This design comes from an exercise in tuning for small area, a short achievable clock period and few clock cycles per item on the open sky130 flow, not from production work.
RTL that was checked went through simulation tests only; none was proved equivalent to the original.
Only the layout flow was run in runs 2 and 3; the RTL was not checked for function there.

`design.v`:
```
module aes_sbox_a (
    input  wire [7:0]  in,
    output wire [13:0] cut
);
    wire U0 = in[7], U1 = in[6], U2 = in[5], U3 = in[4];
    wire U4 = in[3], U5 = in[2], U6 = in[1], U7 = in[0];
    wire T1, T2, T3, T4, T5, T6, T7, T8, T9, T10, T11, T12;
    wire T13, T14, T15, T16, T17, T18, T19, T20, T21, T22, T23, T24;
    wire T25, T26, T27, M1, M2, M3, M4, M5, M6, M7, M8, M9;
    wire M10, M11, M12, M13, M14, M15, M16, M17, M18, M19, M20, M21;
    wire M22;
    aes_xor2 g_T1 (.a(U0), .b(U3), .y(T1));
    aes_xor2 g_T2 (.a(U0), .b(U5), .y(T2));
    aes_xor2 g_T3 (.a(U0), .b(U6), .y(T3));
    aes_xor2 g_T4 (.a(U3), .b(U5), .y(T4));
    aes_xor2 g_T5 (.a(U4), .b(U6), .y(T5));
    aes_xor2 g_T6 (.a(T1), .b(T5), .y(T6));
    aes_xor2 g_T7 (.a(U1), .b(U2), .y(T7));
    aes_xor2 g_T8 (.a(U7), .b(T6), .y(T8));
    aes_xor2 g_T9 (.a(U7), .b(T7), .y(T9));
    aes_xor2 g_T10 (.a(T6), .b(T7), .y(T10));
    aes_xor2 g_T11 (.a(U1), .b(U5), .y(T11));
    aes_xor2 g_T12 (.a(U2), .b(U5), .y(T12));
    aes_xor2 g_T13 (.a(T3), .b(T4), .y(T13));
    aes_xor2 g_T14 (.a(T6), .b(T11), .y(T14));
    aes_xor2 g_T15 (.a(T5), .b(T11), .y(T15));
    aes_xor2 g_T16 (.a(T5), .b(T12), .y(T16));
    aes_xor2 g_T17 (.a(T9), .b(T16), .y(T17));
    aes_xor2 g_T18 (.a(U3), .b(U7), .y(T18));
    aes_xor2 g_T19 (.a(T7), .b(T18), .y(T19));
    aes_xor2 g_T20 (.a(T1), .b(T19), .y(T20));
    aes_xor2 g_T21 (.a(U6), .b(U7), .y(T21));
    aes_xor2 g_T22 (.a(T7), .b(T21), .y(T22));
    aes_xor2 g_T23 (.a(T2), .b(T22), .y(T23));
    aes_xor2 g_T24 (.a(T2), .b(T10), .y(T24));
    aes_xor2 g_T25 (.a(T20), .b(T17), .y(T25));
    aes_xor2 g_T26 (.a(T3), .b(T16), .y(T26));
    aes_xor2 g_T27 (.a(T1), .b(T12), .y(T27));
    aes_nand2 g_M1 (.a(T13), .b(T6), .y(M1));
    aes_nand2 g_M2 (.a(T23), .b(T8), .y(M2));
    aes_xnor2 g_M3 (.a(T14), .b(M1), .y(M3));
    aes_nand2 g_M4 (.a(T19), .b(U7), .y(M4));
    aes_xor2 g_M5 (.a(M4), .b(M1), .y(M5));
    aes_nand2 g_M6 (.a(T3), .b(T16), .y(M6));
    aes_nand2 g_M7 (.a(T22), .b(T9), .y(M7));
    aes_xnor2 g_M8 (.a(T26), .b(M6), .y(M8));
    aes_nand2 g_M9 (.a(T20), .b(T17), .y(M9));
    aes_xor2 g_M10 (.a(M9), .b(M6), .y(M10));
    aes_nand2 g_M11 (.a(T1), .b(T15), .y(M11));
    aes_nand2 g_M12 (.a(T4), .b(T27), .y(M12));
    aes_xor2 g_M13 (.a(M12), .b(M11), .y(M13));
    aes_nand2 g_M14 (.a(T2), .b(T10), .y(M14));
    aes_xor2 g_M15 (.a(M14), .b(M11), .y(M15));
    aes_xnor2 g_M16 (.a(M3), .b(M2), .y(M16));
    aes_xor2 g_M17 (.a(M5), .b(T24), .y(M17));
    aes_xnor2 g_M18 (.a(M8), .b(M7), .y(M18));
    aes_xor2 g_M19 (.a(M10), .b(M15), .y(M19));
    aes_xor2 g_M20 (.a(M16), .b(M13), .y(M20));
    aes_xor2 g_M21 (.a(M17), .b(M15), .y(M21));
    aes_xor2 g_M22 (.a(M18), .b(M13), .y(M22));
    assign cut = {M19, T25, M22, M20, M21, T6, T8, T27, T10, T13, T23, T20, T4, T2};
endmodule
module aes_sbox_b (
    input  wire [13:0] cut_a,
    output wire [15:0] cut_b
);
    wire M19, T25, M22, M20, M21, T6, T8, T27, T10, T13, T23, T20;
    wire T4, T2;
    assign {M19, T25, M22, M20, M21, T6, T8, T27, T10, T13, T23, T20, T4, T2} = cut_a;
    wire U7, T16, T9, T17, T15, T19, T3, T22, T1;
    aes_xor2 g_U7 (.a(T6), .b(T8), .y(U7));
    aes_xor2 g_T16 (.a(T6), .b(T27), .y(T16));
    aes_xor2 g_T9 (.a(T8), .b(T10), .y(T9));
    aes_xor2 g_T17 (.a(T25), .b(T20), .y(T17));
    aes_xor2 g_T15 (.a(T27), .b(T10), .y(T15));
    aes_xor2 g_T19 (.a(T13), .b(T23), .y(T19));
    aes_xor2 g_T3 (.a(T13), .b(T4), .y(T3));
    aes_xor2 g_T22 (.a(T23), .b(T2), .y(T22));
    aes_xor2 g_T1 (.a(T4), .b(T2), .y(T1));
    wire M23, M24, M25, M26, M27, M28, M29, M30, M31, M32, M33, M34;
    wire M35, M36, M37, M38, M39, M40, M41, M42, M43, M44, M45, M46;
    wire M47, M48, M49, M50, M51, M52, M53, M54, M55, M56, M57, M58;
    wire M59, M60, M61, M62, M63, L0, L1, L2, L3, L4, L5, L6;
    wire L7, L8, L9, L10, L11, L12, L14, L15, L17, L18, L19, L22;
    wire L23;
    aes_xor2 g_M23 (.a(M19), .b(T25), .y(M23));
    aes_xnor2 g_M24 (.a(M22), .b(M23), .y(M24));
    aes_nand2 g_M25 (.a(M22), .b(M20), .y(M25));
    aes_xor2 g_M26 (.a(M21), .b(M25), .y(M26));
    aes_xnor2 g_M27 (.a(M20), .b(M21), .y(M27));
    aes_xor2 g_M28 (.a(M23), .b(M25), .y(M28));
    aes_nor2 g_M29 (.a(M28), .b(M27), .y(M29));
    aes_nor2 g_M30 (.a(M26), .b(M24), .y(M30));
    aes_nand2 g_M31 (.a(M20), .b(M23), .y(M31));
    aes_nor2 g_M32 (.a(M27), .b(M31), .y(M32));
    aes_xor2 g_M33 (.a(M27), .b(M25), .y(M33));
    aes_nand2 g_M34 (.a(M21), .b(M22), .y(M34));
    aes_nor2 g_M35 (.a(M24), .b(M34), .y(M35));
    aes_xor2 g_M36 (.a(M24), .b(M25), .y(M36));
    aes_xor2 g_M37 (.a(M21), .b(M29), .y(M37));
    aes_xor2 g_M38 (.a(M32), .b(M33), .y(M38));
    aes_xor2 g_M39 (.a(M23), .b(M30), .y(M39));
    aes_xor2 g_M40 (.a(M35), .b(M36), .y(M40));
    aes_xor2 g_M41 (.a(M38), .b(M40), .y(M41));
    aes_xor2 g_M42 (.a(M37), .b(M39), .y(M42));
    aes_xor2 g_M43 (.a(M37), .b(M38), .y(M43));
    aes_xor2 g_M44 (.a(M39), .b(M40), .y(M44));
    aes_xor2 g_M45 (.a(M42), .b(M41), .y(M45));
    aes_nand2 g_M46 (.a(M44), .b(T6), .y(M46));
    aes_nand2 g_M47 (.a(M40), .b(T8), .y(M47));
    aes_nand2 g_M48 (.a(M39), .b(U7), .y(M48));
    aes_nand2 g_M49 (.a(M43), .b(T16), .y(M49));
    aes_nand2 g_M50 (.a(M38), .b(T9), .y(M50));
    aes_nand2 g_M51 (.a(M37), .b(T17), .y(M51));
    aes_nand2 g_M52 (.a(M42), .b(T15), .y(M52));
    aes_nand2 g_M53 (.a(M45), .b(T27), .y(M53));
    aes_nand2 g_M54 (.a(M41), .b(T10), .y(M54));
    aes_nand2 g_M55 (.a(M44), .b(T13), .y(M55));
    aes_nand2 g_M56 (.a(M40), .b(T23), .y(M56));
    aes_nand2 g_M57 (.a(M39), .b(T19), .y(M57));
    aes_nand2 g_M58 (.a(M43), .b(T3), .y(M58));
    aes_nand2 g_M59 (.a(M38), .b(T22), .y(M59));
    aes_nand2 g_M60 (.a(M37), .b(T20), .y(M60));
    aes_nand2 g_M61 (.a(M42), .b(T1), .y(M61));
    aes_nand2 g_M62 (.a(M45), .b(T4), .y(M62));
    aes_nand2 g_M63 (.a(M41), .b(T2), .y(M63));
    aes_xor2 g_L0 (.a(M61), .b(M62), .y(L0));
    aes_xor2 g_L1 (.a(M50), .b(M56), .y(L1));
    aes_xor2 g_L2 (.a(M46), .b(M48), .y(L2));
    aes_xor2 g_L3 (.a(M47), .b(M55), .y(L3));
    aes_xor2 g_L4 (.a(M54), .b(M58), .y(L4));
    aes_xor2 g_L5 (.a(M49), .b(M61), .y(L5));
    aes_xnor2 g_L6 (.a(M62), .b(L5), .y(L6));
    aes_xnor2 g_L7 (.a(M46), .b(L3), .y(L7));
    aes_xor2 g_L8 (.a(M51), .b(M59), .y(L8));
    aes_xor2 g_L9 (.a(M52), .b(M53), .y(L9));
    aes_xnor2 g_L10 (.a(M53), .b(L4), .y(L10));
    aes_xnor2 g_L11 (.a(M60), .b(L2), .y(L11));
    aes_xor2 g_L12 (.a(M48), .b(M51), .y(L12));
    aes_xor2 g_L14 (.a(M52), .b(M61), .y(L14));
    aes_xnor2 g_L15 (.a(M55), .b(L1), .y(L15));
    aes_xnor2 g_L17 (.a(M57), .b(L1), .y(L17));
    aes_xnor2 g_L18 (.a(M58), .b(L8), .y(L18));
    aes_xnor2 g_L19 (.a(M63), .b(L4), .y(L19));
    aes_xor2 g_L22 (.a(L3), .b(L12), .y(L22));
    aes_xor2 g_L23 (.a(L18), .b(L2), .y(L23));
    assign cut_b = {M50, L0, M56, L1, L7, L15, L9, L6, L10, L8, L11, L14, L17, L19, L22, L23};
endmodule
module aes_sbox_c (
    input  wire [15:0] cut,
    output wire [7:0]  out
);
    wire M50, L0, M56, L1, L7, L15, L9, L6, L10, L8, L11, L14;
    wire L17, L19, L22, L23;
    assign {M50, L0, M56, L1, L7, L15, L9, L6, L10, L8, L11, L14, L17, L19, L22, L23} = cut;
    wire L13, L16, L20, L21, L24, L25, L26, L27, L28, L29, S0, S1;
    wire S2, S3, S4, S5, S6, S7;
    aes_xnor2 g_L13 (.a(M50), .b(L0), .y(L13));
    aes_xnor2 g_L16 (.a(M56), .b(L0), .y(L16));
    aes_xor2 g_L20 (.a(L0), .b(L1), .y(L20));
    aes_xor2 g_L21 (.a(L1), .b(L7), .y(L21));
    aes_xor2 g_L24 (.a(L15), .b(L9), .y(L24));
    aes_xor2 g_L25 (.a(L6), .b(L10), .y(L25));
    aes_xor2 g_L26 (.a(L7), .b(L9), .y(L26));
    aes_xor2 g_L27 (.a(L8), .b(L10), .y(L27));
    aes_xor2 g_L28 (.a(L11), .b(L14), .y(L28));
    aes_xor2 g_L29 (.a(L11), .b(L17), .y(L29));
    aes_xor2 g_S0 (.a(L6), .b(L24), .y(S0));
    aes_xnor2 g_S1 (.a(L16), .b(L26), .y(S1));
    aes_xnor2 g_S2 (.a(L19), .b(L28), .y(S2));
    aes_xor2 g_S3 (.a(L6), .b(L21), .y(S3));
    aes_xor2 g_S4 (.a(L20), .b(L22), .y(S4));
    aes_xor2 g_S5 (.a(L25), .b(L29), .y(S5));
    aes_xnor2 g_S6 (.a(L13), .b(L27), .y(S6));
    aes_xnor2 g_S7 (.a(L6), .b(L23), .y(S7));
    assign out = {S0, S1, S2, S3, S4, S5, S6, S7};
endmodule
module aes_xor2 (input wire a, input wire b, output wire y);
    assign y = a ^ b;
endmodule
module aes_xnor2 (input wire a, input wire b, output wire y);
    assign y = ~(a ^ b);
endmodule
module aes_nand2 (input wire a, input wire b, output wire y);
    assign y = ~(a & b);
endmodule
module aes_nor2 (input wire a, input wire b, output wire y);
    assign y = ~(a | b);
endmodule
module aes_round_a (
    input  wire [127:0] in,
    output wire [223:0] cut
);
    genvar g;
    generate
        for (g = 0; g < 16; g = g + 1) begin : g_sbox
            aes_sbox_a u_sbox (
                .in (in[127 - 8*g -: 8]),
                .cut(cut[223 - 14*g -: 14])
            );
        end
    endgenerate
endmodule
module aes_round_b (
    input  wire [223:0] cut_a,
    output wire [255:0] cut_b
);
    genvar g;
    generate
        for (g = 0; g < 16; g = g + 1) begin : g_sbox
            aes_sbox_b u_sbox (
                .cut_a(cut_a[223 - 14*g -: 14]),
                .cut_b(cut_b[255 - 16*g -: 16])
            );
        end
    endgenerate
endmodule
module aes_round_c (
    input  wire [255:0] cut,
    output wire [127:0] shifted,    
    output wire [127:0] mixed       
);
    wire [127:0] sub;
    genvar g, r, c;
    generate
        for (g = 0; g < 16; g = g + 1) begin : g_sbox
            aes_sbox_c u_sbox (
                .cut(cut[255 - 16*g -: 16]),
                .out(sub[127 - 8*g -: 8])
            );
        end
        for (c = 0; c < 4; c = c + 1) begin : g_col
            for (r = 0; r < 4; r = r + 1) begin : g_row
                assign shifted[127 - 8*(r + 4*c) -: 8] = sub[127 - 8*(r + 4*((c + r) % 4)) -: 8];
            end
            aes_mix_column u_mix (
                .in (shifted[127 - 32*c -: 32]),
                .out(mixed[127 - 32*c -: 32])
            );
        end
    endgenerate
endmodule
module aes_mix_column (
    input  wire [31:0] in,
    output wire [31:0] out
);
    wire [7:0] a0 = in[31:24], a1 = in[23:16], a2 = in[15:8], a3 = in[7:0];
    wire [7:0] p01, p12, p23, p30, q0, q1, q2, q3, x0, x1, x2, x3, b0, b1, b2, b3;
    aes_xor8  u_p01 (.a(a0), .b(a1), .y(p01));
    aes_xor8  u_p12 (.a(a1), .b(a2), .y(p12));
    aes_xor8  u_p23 (.a(a2), .b(a3), .y(p23));
    aes_xor8  u_p30 (.a(a3), .b(a0), .y(p30));
    aes_xor8  u_q0  (.a(a1), .b(p23), .y(q0));
    aes_xor8  u_q1  (.a(a2), .b(p30), .y(q1));
    aes_xor8  u_q2  (.a(a3), .b(p01), .y(q2));
    aes_xor8  u_q3  (.a(a0), .b(p12), .y(q3));
    aes_xtime u_x0  (.a(p01), .y(x0));
    aes_xtime u_x1  (.a(p12), .y(x1));
    aes_xtime u_x2  (.a(p23), .y(x2));
    aes_xtime u_x3  (.a(p30), .y(x3));
    aes_xor8  u_b0  (.a(x0), .b(q0), .y(b0));
    aes_xor8  u_b1  (.a(x1), .b(q1), .y(b1));
    aes_xor8  u_b2  (.a(x2), .b(q2), .y(b2));
    aes_xor8  u_b3  (.a(x3), .b(q3), .y(b3));
    assign out = {b0, b1, b2, b3};
endmodule
module aes_xtime (
    input  wire [7:0] a,
    output wire [7:0] y
);
    assign y = {a[6:0], 1'b0} ^ {3'b000, a[7], a[7], 1'b0, a[7], a[7]};
endmodule
module aes_xor8 (
    input  wire [7:0] a,
    input  wire [7:0] b,
    output wire [7:0] y
);
    assign y = a ^ b;
endmodule
module aes_key_expand_a (
    input  wire [31:0] word,
    output wire [55:0] cut
);
    genvar g;
    generate
        for (g = 0; g < 4; g = g + 1) begin : g_sbox
            aes_sbox_a u_sbox (
                .in (word[31 - 8*g -: 8]),
                .cut(cut[55 - 14*g -: 14])
            );
        end
    endgenerate
endmodule
module aes_key_expand_b (
    input  wire [55:0] cut_a,
    output wire [63:0] cut_b
);
    genvar g;
    generate
        for (g = 0; g < 4; g = g + 1) begin : g_sbox
            aes_sbox_b u_sbox (
                .cut_a(cut_a[55 - 14*g -: 14]),
                .cut_b(cut_b[63 - 16*g -: 16])
            );
        end
    endgenerate
endmodule
module aes_key_expand_c (
    input  wire [63:0]  cut,
    input  wire [127:0] base,
    input  wire [7:0]   rcon,
    output wire [127:0] pre,     
    output wire [31:0]  sub      
);
    genvar g;
    generate
        for (g = 0; g < 4; g = g + 1) begin : g_sbox
            aes_sbox_c u_sbox (
                .cut(cut[63 - 16*g -: 16]),
                .out(sub[31 - 8*g -: 8])
            );
        end
    endgenerate
    wire [31:0] p0 = base[127:96] ^ {rcon, 24'h000000};
    wire [31:0] p1 = p0 ^ base[95:64];
    wire [31:0] p2 = p1 ^ base[63:32];
    wire [31:0] p3 = p2 ^ base[31:0];
    assign pre = {p0, p1, p2, p3};
endmodule
module aes_encrypt_core (
    input  wire         clk,
    input  wire         rst,         
    input  wire         start,
    input  wire         key_256,     
    input  wire [255:0] key,
    input  wire [127:0] block_in,
    output wire         ready,
    output wire         done,
    output wire [127:0] block_out
);
    reg [127:0] m1;          
    reg [127:0] ka1;         
    reg [127:0] kb1;         
    reg [7:0]   rcon1;       
    reg [3:0]   rnd1;
    reg         mode1;       
    reg         rot1;        
    reg         v1;          
    reg [223:0] d2;          
    reg [55:0]  kc2;         
    reg [127:0] ka2;
    reg [127:0] kb2;
    reg [7:0]   rcon2;       
    reg [7:0]   rcon_n2;     
    reg [3:0]   rnd2;
    reg         mode2;
    reg         last2;       
    reg         v2;
    reg [255:0] d3;          
    reg [63:0]  kc3;         
    reg [127:0] ka3;
    reg [127:0] kb3;
    reg [7:0]   rcon3;
    reg [7:0]   rcon_n3;
    reg [3:0]   rnd3;
    reg         mode3;
    reg         last3;
    reg         v3;
    reg [127:0] result;
    reg         done_q;
    reg         ready_q;
    wire ld     = !v3 || last3;
    wire accept = start && ready_q;
    function [7:0] xtime;
        input [7:0] b;
        begin
            xtime = {b[6:0], 1'b0} ^ (b[7] ? 8'h1b : 8'h00);
        end
    endfunction
    wire [127:0] x1;
    aes_xor128 u_ark (.a(m1), .b(ka1), .y(x1));
    wire [223:0] d1;
    aes_round_a u_round_a (.in(x1), .cut(d1));
    wire [31:0] kw1 = !mode1         ? {ka1[23:0], ka1[31:24]} :
                      rot1           ? {kb1[23:0], kb1[31:24]} : kb1[31:0];
    wire [55:0] kc1;
    aes_key_expand_a u_key_a (.word(kw1), .cut(kc1));
    wire last1 = (rnd1 == (mode1 ? 4'd14 : 4'd10));
    always @(posedge clk) begin
        d2      <= d1;
        kc2     <= kc1;
        ka2     <= ka1;
        kb2     <= kb1;
        rcon2   <= rot1 ? rcon1 : 8'h00;
        rcon_n2 <= rot1 ? xtime(rcon1) : rcon1;
        rnd2    <= rnd1;
        mode2   <= mode1;
        last2   <= last1;
    end
    wire [255:0] dd2;
    aes_round_b u_round_b (.cut_a(d2), .cut_b(dd2));
    wire [63:0] kcc2;
    aes_key_expand_b u_key_b (.cut_a(kc2), .cut_b(kcc2));
    always @(posedge clk) begin
        d3      <= dd2;
        kc3     <= kcc2;
        ka3     <= ka2;
        kb3     <= kb2;
        rcon3   <= rcon2;
        rcon_n3 <= rcon_n2;
        rnd3    <= rnd2;
        mode3   <= mode2;
        last3   <= last2;
    end
    wire [127:0] shifted, mixed;
    aes_round_c u_round_c (.cut(d3), .shifted(shifted), .mixed(mixed));
    wire [127:0] ke_pre;
    wire [31:0]  ke_sub;
    aes_key_expand_c u_key_c (.cut(kc3), .base(ka3), .rcon(rcon3), .pre(ke_pre), .sub(ke_sub));
    wire [127:0] ke_next = ke_pre ^ {4{ke_sub}};
    wire [127:0] rk_pre = mode3 ? kb3 : ke_pre;
    wire [127:0] rk_sub = mode3 ? 128'd0 : {4{ke_sub}};
    wire [127:0] res3 = (shifted ^ rk_pre) ^ rk_sub;
    wire [127:0] ka1_pre = ld ? key[255:128] : rk_pre;
    wire [127:0] ka1_sub = (ld || mode3) ? 128'd0 : {4{ke_sub}};
    always @(posedge clk) begin
        result <= res3;
        ka1    <= ka1_pre ^ ka1_sub;
        if (ld) begin
            m1    <= block_in;
            kb1   <= key[127:0];
            rcon1 <= 8'h01;
            rnd1  <= 4'd1;
            mode1 <= key_256;
            rot1  <= 1'b1;
        end else begin
            m1    <= mixed;
            kb1   <= ke_next;
            rcon1 <= rcon_n3;
            rnd1  <= rnd3 + 4'd1;
            mode1 <= mode3;
            rot1  <= !mode3 || !rnd3[0];
        end
    end
    wire       v1_n    = ld ? accept : v3;
    wire       mode1_n = ld ? key_256 : mode3;
    wire [3:0] rnd1_n  = ld ? 4'd1 : rnd3 + 4'd1;
    wire       ready_n = (!v2 || last2) &&
                         (!v1_n || !mode1_n || rnd1_n >= 4'd5) &&
                         (!v1 || !mode1 || rnd1 >= 4'd5);
    always @(posedge clk) begin
        if (rst) begin
            v1      <= 1'b0;
            v2      <= 1'b0;
            v3      <= 1'b0;
            done_q  <= 1'b0;
            ready_q <= 1'b1;
        end else begin
            v1      <= v1_n;
            v2      <= v1;
            v3      <= v2;
            done_q  <= v3 && last3;
            ready_q <= ready_n;
        end
    end
    assign ready     = ready_q;
    assign done      = done_q;
    assign block_out = result;
endmodule
module aes_xor128 (
    input  wire [127:0] a,
    input  wire [127:0] b,
    output wire [127:0] y
);
    assign y = a ^ b;
endmodule
```
`flow/run.sh`:
```
#!/bin/bash
# The standard layout (standard.sh, unchanged synthesis), with the input and
# output port buffers made from the smallest buffer cell, and a clock tree
# without dummy balancing loads.
set -euo pipefail
export BUFFER_PORTS_ARGS="-buffer_cell sky130_fd_sc_hd__buf_1"
export CTS_ARGS="-sink_clustering_enable -repair_clock_nets -sink_clustering_size 20 -sink_clustering_max_diameter 80 -buf_list sky130_fd_sc_hd__clkbuf_16 -dont_use_dummy_load"
bash standard.sh > standard.log 2>&1
```
`standard.sh`:
```
#!/bin/bash
# synth_recipe.tcl (not shown) runs the flow's synth.tcl, then flattens the netlist and writes it again
# the make line also repeats each setting of config.mk as NAME=value (left out here)
make -C /OpenROAD-flow-scripts/flow DESIGN_CONFIG=/design/flow/config.mk WORK_HOME=/design/flow/orfs CLKGATE_MAP_FILE= SYNTH_SCRIPT=/design/flow/synth_recipe.tcl "${@:-finish}"
```
`config.mk`:
```
export PLATFORM = sky130hd
export DESIGN_NAME = aes_encrypt_core
export DESIGN_NICKNAME = aes_encrypt_core
export VERILOG_FILES = /design/flow/design.v
export SDC_FILE = /design/flow/constraint.sdc
export NUM_CORES = 4
export LEC_CHECK = 0
export CAP_MARGIN = 20
export CORE_MARGIN = 2
export CORE_UTILIZATION = 50
export CTS_BUF_LIST = sky130_fd_sc_hd__clkbuf_16
export CTS_CLUSTER_DIAMETER = 80
export CTS_CLUSTER_SIZE = 20
export PLACE_DENSITY = 0.6
export SETUP_SLACK_MARGIN = 3.3
export SLEW_MARGIN = 20
export SYNTH_HIERARCHICAL = 1
export SYNTH_MINIMUM_KEEP_SIZE = 0
```
`constraint.sdc`:
```
create_clock -name core_clock -period 6.0 [get_ports {clk}]
set_input_delay 1.2000 -clock core_clock [delete_from_list [all_inputs] [get_ports {clk}]]
set_output_delay 1.2000 -clock core_clock [all_outputs]
set_load 0.01 [all_outputs]
```
==> results of run 1 <==
[per-stage QoR]
stage / std cells / setup WS, ns / instance area [um^2] / hold WS (ns)
2_1_floorplan: 7716 / 3.32 / 76400 / 0.310
3_3_place_gp: 9296 / 2.57 / 74200 / 0.310
3_5_place_dp: 9297 / 2.56 / 74200 / 0.312
4_1_cts: 9407 / 3.30 / 77000 / 0.289
5_1_grt: 9431 / 3.28 / 77900 / 0.299
6_report: 9433 / 3.32 / 78000 / 0.287
[critical path: cells and delay by family, from the launching register on]
kind,cells,cell delay (ns)
AND/OR/NAND/NOR,1,0.10
XOR/XNOR,3,1.58
flip-flops,1,0.34
AO/OA/AOI/OAI,2,0.40
[cell usage after synthesis, types with 16 or more instances]
cell	n
a21oi_1	37
and2_1	16
buf_1	37
buf_2	59
buf_4	865
clkbuf_1	53
dfxtp_1	1687
inv_1	25
mux2i_1	32
nand2_1	1375
nor2_1	118
o21ai_0	284
o21ai_1	61
o21ai_2	40
xnor2_1	724
xnor3_1	32
xor2_1	2230
[per-layer routing]
layer	track usage, %	vias up	share of wire [%]
li1	-	22011	-
met5	0	-	0.0061
met3	3.17	286	4.3
met1	35.8	21405	45
met2	44.5	983	47
met4	10.0	2	4.3
[cell families (layout without fill, tap and decap cells)]
family | count (synthesis) | in the layout | synth area share [%]
buffers and inverters | 1052 | 737 | 9.62
adder cells (fa/ha/maj) | 1 | 1 | 0.0164
other | 0 | 2 | 0
flip-flops | 1687 | 1687 | 44.3
AO/OA/AOI/OAI | 424 | 424 | 2.99
multiplexers | 37 | 37 | 0.494
AND/OR/NAND/NOR | 1521 | 1521 | 7.58
XOR/XNOR | 2994 | 2994 | 35.0
[per-module statistics from Yosys, one instance, submodules excluded, excerpt]
module,copies in the design,cell area (um^2),cells,flops+latches
aes_encrypt_core,1,42700,3416,1687
aes_key_expand_c,1,1750,160,0
aes_xor128,1,1120,128,0
aes_sbox_b,20,120,16,0
aes_sbox_a,20,105,14,0
aes_xor8,48,70.1,8,0
aes_xtime,16,63.8,8,0
aes_sbox_c,20,60.1,8,0
aes_xnor2,400,8.76,1,0
aes_xor2,1660,8.76,1,0
aes_nand2,600,3.75,1,0
aes_nor2,80,3.75,1,0
[sequential cells by signal, indices dropped and copies added (netlist names), 4 cells and up]
name and flops:
kb1 128, rcon1 8, d3 256, rcon3 8, ka2 128, rcon2 8
rcon_n3 8, rcon_n2 8, kc2 56, ka3 128, ka1 128, rnd1 4
rnd2 4, m1 128, kb2 128, kc3 64, rnd3 4, d2 224
kb3 128, result 128
[cell type report]
class / count / area, um^2 / share of cell area [%]
Antenna cell: 2 / 5.00 / 0.00642
Timing Repair Buffer: 609 / 2720 / 3.49
Tap cell: 2030 / 2540 / 3.26
Multi-Input combinational cell: 4977 / 36300 / 46.5
Inverter: 26 / 105 / 0.135
Clock buffer: 102 / 2550 / 3.27
Sequential cell: 1687 / 33800 / 43.3
[final timing paths]
check	from	end	slack (ns)
setup / recovery	ka3[117]	ka1[53]	3.32
setup reg to reg	ka3[117]	ka1[53]	3.32
hold reg to reg	ka2[71]	ka3[71]	0.29
hold / removal	ka2[71]	ka3[71]	0.29
[layout by cell type, fill, tap and decap left out, types with 2 or more instances in the layout]
cell type,n
a21oi_1,12
a21oi_2,21
a21oi_4,4
and2_1,16
buf_1,517
buf_12,5
buf_4,83
buf_6,2
clkbuf_16,102
dfxtp_1,1685
dfxtp_4,2
diode_2,2
inv_1,25
mux2_2,5
mux2i_1,32
nand2_1,1375
nand3_1,2
nor2_1,118
nor2b_1,3
nor3_1,2
o21ai_0,284
o21ai_1,61
o21ai_2,40
xnor2_1,716
xnor2_2,8
xnor3_1,32
xor2_1,2126
xor2_2,103
xor2_4,9
[timing repair]
item,in CTS,in global routing
pin swaps,4,15
setup endpoints to repair,36,170
gates resized for setup,15,111
buffers inserted,8,24
hold buffers,0,0
==> notes.md, run 1 <==
* Count of flip-flops with a built-in enable after synthesis at 0
* Ys Warns at 7
* Status: complete, no violations
* Synth top area cells: dfxtp_1 (44%), xor2_1 (26%), buf_4 (8.5%)
* Final net count at 7792
* Tcrit/Tclk final at 44.6%
* DRC violations left at 0
* CP required at 6.51 ns
* Endpoints failing hold at 0
* CTS Buffer Depth at 3
* CTS Buf Count at 102
* Distinct cells, synth at 31
* Syn Inst Count at 7716
* PortBufs at 517
* Ports at 518
* Clock transition at path regs at 0.08 ns
* Crit Path Class: flop to flop
* Ys flop type: dfxtp_1
* # rows at 143
* Max-slew violation count at 0
* Slew HR at 15.2%
* Routed len/inst at 22.8 um
* Worst Max-Slew Pin Slew at 1.27 ns
* ANT nets after route at 0
* Share of layout cells above drive strength 1 at 5.26%
* Final min period at 2.68 ns
* Post-Route Utilization at 51.4%
* Kind of start point of the critical path: flop
* Top-area cell type share of the netlist area at 44.3%
* Fillers at 14.2k
* Crit end category: flop
* GP Congestion at 0.939
* Initial Util at 50.3%
* Area grow syn2layout at 2.20%
* Slowest stage delay, CP at 0.75 ns
* Area of the die at 156000 um^2
* R2R depth at 6
* Core area at 152000 um^2
* FMAX at 373 MHz
* Total grt overflow at 0
* Post-synth ARST share at 0%
* Wire length after detailed routing at 215000 um
* Sink Count at 1687
* Max-cap violations at 0
* Class of the worst hold path: flop to flop
* Avg Vias per Cell at 4.74
* #FFs+latches synth at 1687
* Worst path most repeated cell: xnor2_1
* CTS tree: built
* Antenna violations before repair at 11
* Die Wd at 395 um
* First-pass GRT wire length at 302000 um
* Die height at 395 um
* Worst Path Arrival at 3.18 ns
* Vias at 44.7k
* Largest net degree at the start of global routing at 158
* Avg Cell Area, Syn at 9.89 um^2
* CP max stage cell: xnor2_1
* Dpl hpwl at 174000 um
* Fin Setup TNS at 0 ns
* Crit-path cells: xnor2_1 > xnor2_1 > xnor2_1 > nand2_1 > o21ai_0 > o21ai_0
* Post-synth net total at 8105
* Clock skew at 0.0709 ns
* Setup Viol. Count Final at 0
* Cell taking the most area after synthesis: dfxtp_1
* Hold Path Cell Cnt at 0
* RSZ-0062 raised after global routing: true
* Sequential area share after synthesis at 44.3%
* Vias in the first global route at 44.6k
* Area of the mapped netlist at 76300 um^2
* Clock Tree Root: clkbuf_16
* Critical path peak fanout at 3
* Number of H-tree levels at 3
* Drt pass-1 iters at 5
* Total Routing Usage GR at 26.8%
* Worst-skew pair later-pin latency at 0.76 ns
* Iteration-0 DRC Markers at 2919
Testbench counts, summed over its fixed seeds: cycles 30,968, items 2,400.
==> run 2: changes to the inputs <==
--- a/design.v
+++ b/design.v
@@ -419,13 +419,12 @@
     aes_key_expand_c u_key_c (.cut(kc3), .base(ka3), .rcon(rcon3), .pre(ke_pre), .sub(ke_sub));
-    wire [127:0] ke_next = ke_pre ^ {4{ke_sub}};
-    wire [127:0] rk_pre = mode3 ? kb3 : ke_pre;
-    wire [127:0] rk_sub = mode3 ? 128'd0 : {4{ke_sub}};
-    wire [127:0] res3 = (shifted ^ rk_pre) ^ rk_sub;
-    wire [127:0] ka1_pre = ld ? key[255:128] : rk_pre;
-    wire [127:0] ka1_sub = (ld || mode3) ? 128'd0 : {4{ke_sub}};
+    wire [127:0] ke_next;
+    aes_xor128 u_ke (.a(ke_pre), .b({4{ke_sub}}), .y(ke_next));
+    wire [127:0] rk3 = mode3 ? kb3 : ke_next;    
+    wire [127:0] res3;
+    aes_xor128 u_ark_last (.a(shifted), .b(rk3), .y(res3));
     always @(posedge clk) begin
         result <= res3;
-        ka1    <= ka1_pre ^ ka1_sub;
         if (ld) begin
             m1    <= block_in;
+            ka1   <= key[255:128];
             kb1   <= key[127:0];
@@ -437,2 +436,3 @@
             m1    <= mixed;
+            ka1   <= rk3;
             kb1   <= ke_next;
==> notes.md, run 2 <==
* Status: complete, no violations
* M1 WL at 98500 um
* Max-slew violation count at 0
* #FFs+latches synth at 1687
* Avg Cell Area, Syn at 9.87 um^2
* CTS Buffer Depth at 3
* Routed len/inst at 22.7 um
* First-pass GRT wire length at 306000 um
* Worst-skew pair later-pin latency at 0.76 ns
* Dpl hpwl at 176000 um
* R2r startpoint: kc3[59]
* Slew HR at 13.9%
* Antenna violations before repair at 8
* Top-area cell type share of the netlist area at 43.9%
* Area of the mapped netlist at 76900 um^2
* Largest net degree at the start of global routing at 137
* Initial Util at 50.5%
* Core area at 152000 um^2
* FMAX at 368 MHz
* Synth top cells by count: xor2_1 (2486), nand2_1 (1759), dfxtp_1 (1687)
* Count of flip-flops with a built-in enable after synthesis at 0
* Max-cap violations at 0
* Vias in the first global route at 45.1k
* Worst Max-Slew Pin Slew at 1.28 ns
* Sink Count at 1687
* Worst hold slack at 0.292 ns
* Drt pass-1 iters at 5
* Setup Viol. Count Final at 0
* Class of the worst hold path: flop to flop
* CTS tree: built
* Worst Path Arrival at 3.27 ns
* Iteration-0 DRC Markers at 2968
* GP Congestion at 0.928
* Most flops, register: d3
* Post-Route Utilization at 51.6%
* Post-synth net total at 8185
* Die height at 396 um
* Critical path peak fanout at 4
* Synth top area cells: dfxtp_1 (44%), xor2_1 (28%), nand2_1 (8.6%)
* Clock skew at 0.0663 ns
* Area grow syn2layout at 2.16%
* Fin Setup TNS at 0 ns
* Tcrit/Tclk final at 45.4%
* Sequential area share after synthesis at 43.9%
* Number of H-tree levels at 3
* CP required at 6.55 ns
* Distinct cells, synth at 28
* Endpoints failing hold at 0
* # rows at 143
* Commonest non-fill, non-tap cells in the layout: xor2_1 (2382), nand2_1 (1759), dfxtp_1 (1684), buf_1 (517), xnor2_1 (460)
* R2R depth at 5
* Crit Path Class: flop to flop
* CTS Buf Count at 104
* DRC violations left at 0
* Ports at 518
* PortBufs at 517
* Most common cell after layout, fill and taps aside: xor2_1
* Cell taking the most area after synthesis: dfxtp_1
* Syn Inst Count at 7796
* Share of layout cells above drive strength 1 at 4.94%
* R2r setup slk at 3.28 ns
* Setup crit start: kc3[59]
* Wire length on met3 at 9940 um
* Final min period at 2.72 ns
* Vias at 45.0k
* Crit end category: flop
* Post-synth ARST share at 0%
* FF-to-FF End: result[92]
* Clock Tree Root: clkbuf_16
* Final net count at 7902
* CTS Hold Bufs at 0
* Avg Vias per Cell at 4.71
* Area of the die at 157000 um^2
* Total Routing Usage GR at 26.9%
* Largest registers: d3: 256 flops, d2: 224 flops
* Fillers at 14.0k
* Wire length after detailed routing at 216000 um
* ANT nets after route at 0
* Ys flop type: dfxtp_1
* Kind of start point of the critical path: flop
* Die Wd at 396 um
* Count leader, synth: xor2_1
* CP Capture Point: result[92]
* Wire length on met2 at 100000 um
* Max FFs per register at 256
* Highest metal used: met4
* Clock transition at path regs at 0.09 ns
* RSZ-0062 raised after global routing: true
* Ys Warns at 7
* Total grt overflow at 0
-- run 2: Yosys stat by module (local to each module, per instance), excerpt --
module | times used | area, um^2 | cells
aes_key_expand_c | 1 | 1750 | 160
aes_xnor2 | 400 | 8.76 | 1
aes_xor128 | 3 | 1120 | 128
aes_sbox_c | 20 | 60.1 | 8
aes_sbox_b | 20 | 120 | 16
aes_xor8 | 48 | 70.1 | 8
aes_xtime | 16 | 63.8 | 8
aes_encrypt_core | 1 | 41100 | 3240
aes_sbox_a | 20 | 105 | 14
aes_nor2 | 80 | 3.75 | 1
aes_xor2 | 1660 | 8.76 | 1
aes_nand2 | 600 | 3.75 | 1
-- run 2: what timing repair did --
item | 4_1_cts | 5_1_grt
endpoints found under the setup margin | 40 | 147
gates cloned | 0 | 2
pin swaps | 1 | 10
buffers inserted | 2 | 15
gates resized for setup | 33 | 81
-- run 2: through the flow --
step           worst slack [ns]  instances  instance area (um^2)
5_1_grt                    3.29       9542                 78600
2_1_floorplan              3.31       7796                 77000
3_3_place_gp               2.75       9417                 75000
6_report                   3.28       9546                 78600
3_5_place_dp               2.72       9418                 75000
4_1_cts                    3.31       9524                 77800
-- run 2: layer usage --
layer / global-route usage [%] / up-vias
met4: 8.27 / 0
met1: 36.8 / 21563
met3: 3.06 / 263
met5: 0 / -
met2: 44.3 / 1050
li1: - / 22082
-- run 2: worst max-delay path, cell delays in order, from the launching register on --
cell and delay, ns:
dfxtp_1 0.37, xor2_1 0.25, xor2_2 0.86, xor2_1 0.44
mux2_1 0.44, xor2_1 0.17
-- run 2: cell families after synthesis --
group,synth area share (%)
xor+xnor,34.7
compound gates,0.270
buf+inv,9.31
fa+ha+maj,0.0163
simple gates,9.39
flops,43.9
mux,2.36
-- run 2: worst min-delay path by stage --
stage | from | endpoint | slack [ns] | cells past startpoint
floorplan | ka2[0] | ka3[0] | 0.31 | 0
global placement | kb2[119] | kb3[119] | 0.31 | 0
detailed placement | ka2[46] | ka3[46] | 0.31 | 0
CTS | kb2[6] | kb3[6] | 0.30 | 0
global route | kb2[6] | kb3[6] | 0.31 | 0
finish | kb2[6] | kb3[6] | 0.29 | 0
-- run 2: area by class of cell --
type,count,area (um^2),area share (%)
Tap cell,2030,2540,3.23
Inverter,25,93.8,0.119
Clock buffer,104,2600,3.31
Sequential cell,1687,33800,43.0
Multi-Input combinational cell,5105,36900,47.0
Antenna cell,5,12.5,0.0159
Timing Repair Buffer,590,2620,3.34
==> run 3: changes to the inputs <==
==> flow/run.sh (replaced) <==
#!/bin/bash
# The standard layout (standard.sh, unchanged synthesis), with the input and
# output port buffers made from the smallest buffer cell.
set -euo pipefail
export BUFFER_PORTS_ARGS="-buffer_cell sky130_fd_sc_hd__buf_1"
bash standard.sh > standard.log 2>&1
==> notes.md, run 3 <==
* Die Wd at 396 um
* CP required at 6.59 ns
* Area of the die at 157000 um^2
* Wire length after detailed routing at 216000 um
* GP Congestion at 0.928
* CTS Buffer Depth at 3
* Dpl cells at 9418
* # rows at 143
* Ys Warns at 7
* Antenna violations before repair at 8
* Most common cell after layout, fill and taps aside: xor2_1
* Setup Viol. Count Final at 0
* Critical path peak fanout at 4
* Vias at 45.1k
* Crit-path cells: xor2_1 > xor2_2 > xor2_1 > mux2_1 > xor2_1
* Fin Setup TNS at 0 ns
* Count of flip-flops with a built-in enable after synthesis at 0
* Fillers at 14.0k
* DP Worst Slack at 2.72 ns
* Crit path setup slack, layout at 3.26 ns
* Slew HR at 13.7%
* Dpl hpwl at 176000 um
* Synth top cells by count: xor2_1 (2486), nand2_1 (1759), dfxtp_1 (1687)
* Slowest stage delay, CP at 0.89 ns
* Initial Util at 50.5%
* First-pass GRT wire length at 306000 um
* Drt pass-1 iters at 5
* Distinct cells, synth at 28
* Area grow syn2layout at 2.84%
* Max FFs per register at 256
* PortBufs at 517
* Iteration-0 DRC Markers at 2987
* DRC violations left at 0
* Sink Count at 1687
* Synth top area cells: dfxtp_1 (44%), xor2_1 (28%), nand2_1 (8.6%)
* Routed len/inst at 22.6 um
* Sequential area share after synthesis at 43.9%
* Avg Cell Area, Syn at 9.87 um^2
* Non-filler cells, final at 9594
* Core area at 152000 um^2
* Crit Path Class: flop to flop
* Largest registers: d3: 256 flops, d2: 224 flops
* FMAX at 365 MHz
* Max-cap violations at 0
* Setup crit start: kc3[59]
* Clock transition at path regs at 0.08 ns
* Kind of start point of the critical path: flop
* Top-area cell type share of the netlist area at 43.9%
* Final min period at 2.74 ns
* Worst path most repeated cell: xor2_1
* Die height at 396 um
* Largest net degree at the start of global routing at 137
* Ys flop type: dfxtp_1
* Class of the worst hold path: flop to flop
* Number of H-tree levels at 3
* Vias in the first global route at 45.2k
* Worst-skew pair later-pin latency at 0.76 ns
* Cell taking the most area after synthesis: dfxtp_1
* Avg Vias per Cell at 4.70
* Total grt overflow at 0
* CTS Buf Count at 104
* R2r startpoint: kc3[59]
* CP max stage cell: xor2_2
* Final net count at 7904
* Max-slew violation count at 0
* Clock skew at 0.0297 ns
* Post-synth net total at 8185
* Total Routing Usage GR at 26.9%
* Post-synth ARST share at 0%
* Syn Inst Count at 7796
* Tcrit/Tclk final at 45.7%
* Clock Tree Root: clkbuf_16
* #FFs+latches synth at 1687
* Worst Path Arrival at 3.33 ns
* Count leader, synth: xor2_1
* Status: complete, no violations
* Commonest non-fill, non-tap cells in the layout: xor2_1 (2383), nand2_1 (1759), dfxtp_1 (1684), buf_1 (517), xnor2_1 (460)
* Most flops, register: d3
* Ports at 518
* Hold Path Origin: kb2[6]
* Share of layout cells above drive strength 1 at 5.39%
* Crit end category: flop
* Worst Max-Slew Pin Slew at 1.29 ns
* CTS tree: built
* RSZ-0062 raised after global routing: false
* CTS Hold Bufs at 0
* ANT nets after route at 0
* Endpoints failing hold at 0
* Area of the mapped netlist at 76900 um^2
[run 3: cell types whose count changed in the layout (fill, tap and decap cells not counted), moves of 3 or more]
cell	before	now
inv_1	25	31
bufinv_16	0	5
buf_4	63	66
clkinv_2	0	7
clkinv_8	0	7
inv_6	0	7
clkinv_4	0	3
[run 3: through the flow]
| stage | util [%] | hold slack, ns | cell area, um^2 |
|---|---|---|---|
| finish | 51.9 | 0.312 | 79100 |
| floorplan | - | 0.310 | 77000 |
| detailed placement | 49.3 | 0.312 | 75000 |
| global route | 51.9 | 0.322 | 79100 |
| global placement | 49.3 | 0.310 | 75000 |
| CTS | 51.5 | 0.311 | 78400 |
[run 3: Yosys stat by module (local to each module, per instance), excerpt]
module	cell area, um^2	flops+latches	cells inside	copies in the design
aes_encrypt_core	41100	1687	3240	1
aes_nor2	3.75	0	1	80
aes_sbox_a	105	0	14	20
aes_sbox_c	60.1	0	8	20
aes_xor2	8.76	0	1	1660
aes_xor8	70.1	0	8	48
aes_xtime	63.8	0	8	16
[run 3: worst max-delay path: cells and delay by family (launching register included)]
kind / cells / cell delay [ns]
xor+xnor: 4 / 1.77
mux: 1 / 0.44
flops: 1 / 0.38
[run 3: cells by family after synthesis]
logic type,after synthesis,synth area share [%]
and+or+nand+nor,1905,9.39
buffers and inverters,1004,9.31
muxes,165,2.36
AOI/OAI and AO/OA,40,0.270
adders and majority gates,1,0.0163
DFF,1687,43.9
xor gates and xnor gates,2994,34.7
[run 3: worst paths after layout]
check        slack, ns         end  cells past startpoint
max               3.26  result[92]                      5
min               0.31      kb3[6]                      0
max reg2reg       3.26  result[92]                      5
min reg2reg       0.31      kb3[6]                      0
[run 3: area by class of cell]
| cell class | count | area [um^2] | share of cell area, % |
|---|---|---|---|
| flip-flops and latches | 1687 | 33800 | 42.7 |
| multi-input cells | 5105 | 36900 | 46.7 |
| inverters | 25 | 93.8 | 0.119 |
| clock inverters | 44 | 507 | 0.641 |
| well taps | 2030 | 2540 | 3.21 |
| clock buffers | 105 | 2630 | 3.32 |
| diodes | 6 | 15.0 | 0.0190 |
| repair buffers | 592 | 2630 | 3.32 |
[run 3: timing repair]
| action | CTS | global route |
|---|---|---|
| pin swaps | 3 | 12 |
| gates cloned | 0 | 1 |
| setup endpoints to repair | 43 | 152 |
| buffers inserted | 4 | 16 |
| gates resized for setup | 33 | 79 |
[run 3: per-layer routing]
layer	vias up	wire (um)	GRT usage (%)
li1	22154	-	-
met3	262	9180	2.98
met2	1023	100000	44.3
met5	-	0	0
met1	21649	99400	36.9
met4	0	7550	8.41

==> re-timing with driven ports <==
In the flow no input, the clock included, has a driving cell. The finished layouts below were timed again as built, in two steps. Step 1 sets driving cells, clkbuf_16 on the clock port and buf_2 on the other inputs (assumed; they add their load-dependent delay and slew). Step 2 adds t to the input delays and takes it off the output delays; t is the mean of the earliest and latest rising clock arrival at the registers after step 1. Input paths then give back, and output paths get back, about the clock's delay inside the block. Three values: ideal, step 1, step 2; two values: the first two.
run	shift t [ns]	setup slack, ns	worst data-port slew with drivers (ns)
run 1	0.794	3.322 / 3.322 / 3.322	0.06
run 2	0.805	3.279 / 3.279 / 3.279	0.12
run 3	0.833	3.260 / 3.260 / 3.260	0.12
After both steps every run listed still meets setup and hold.
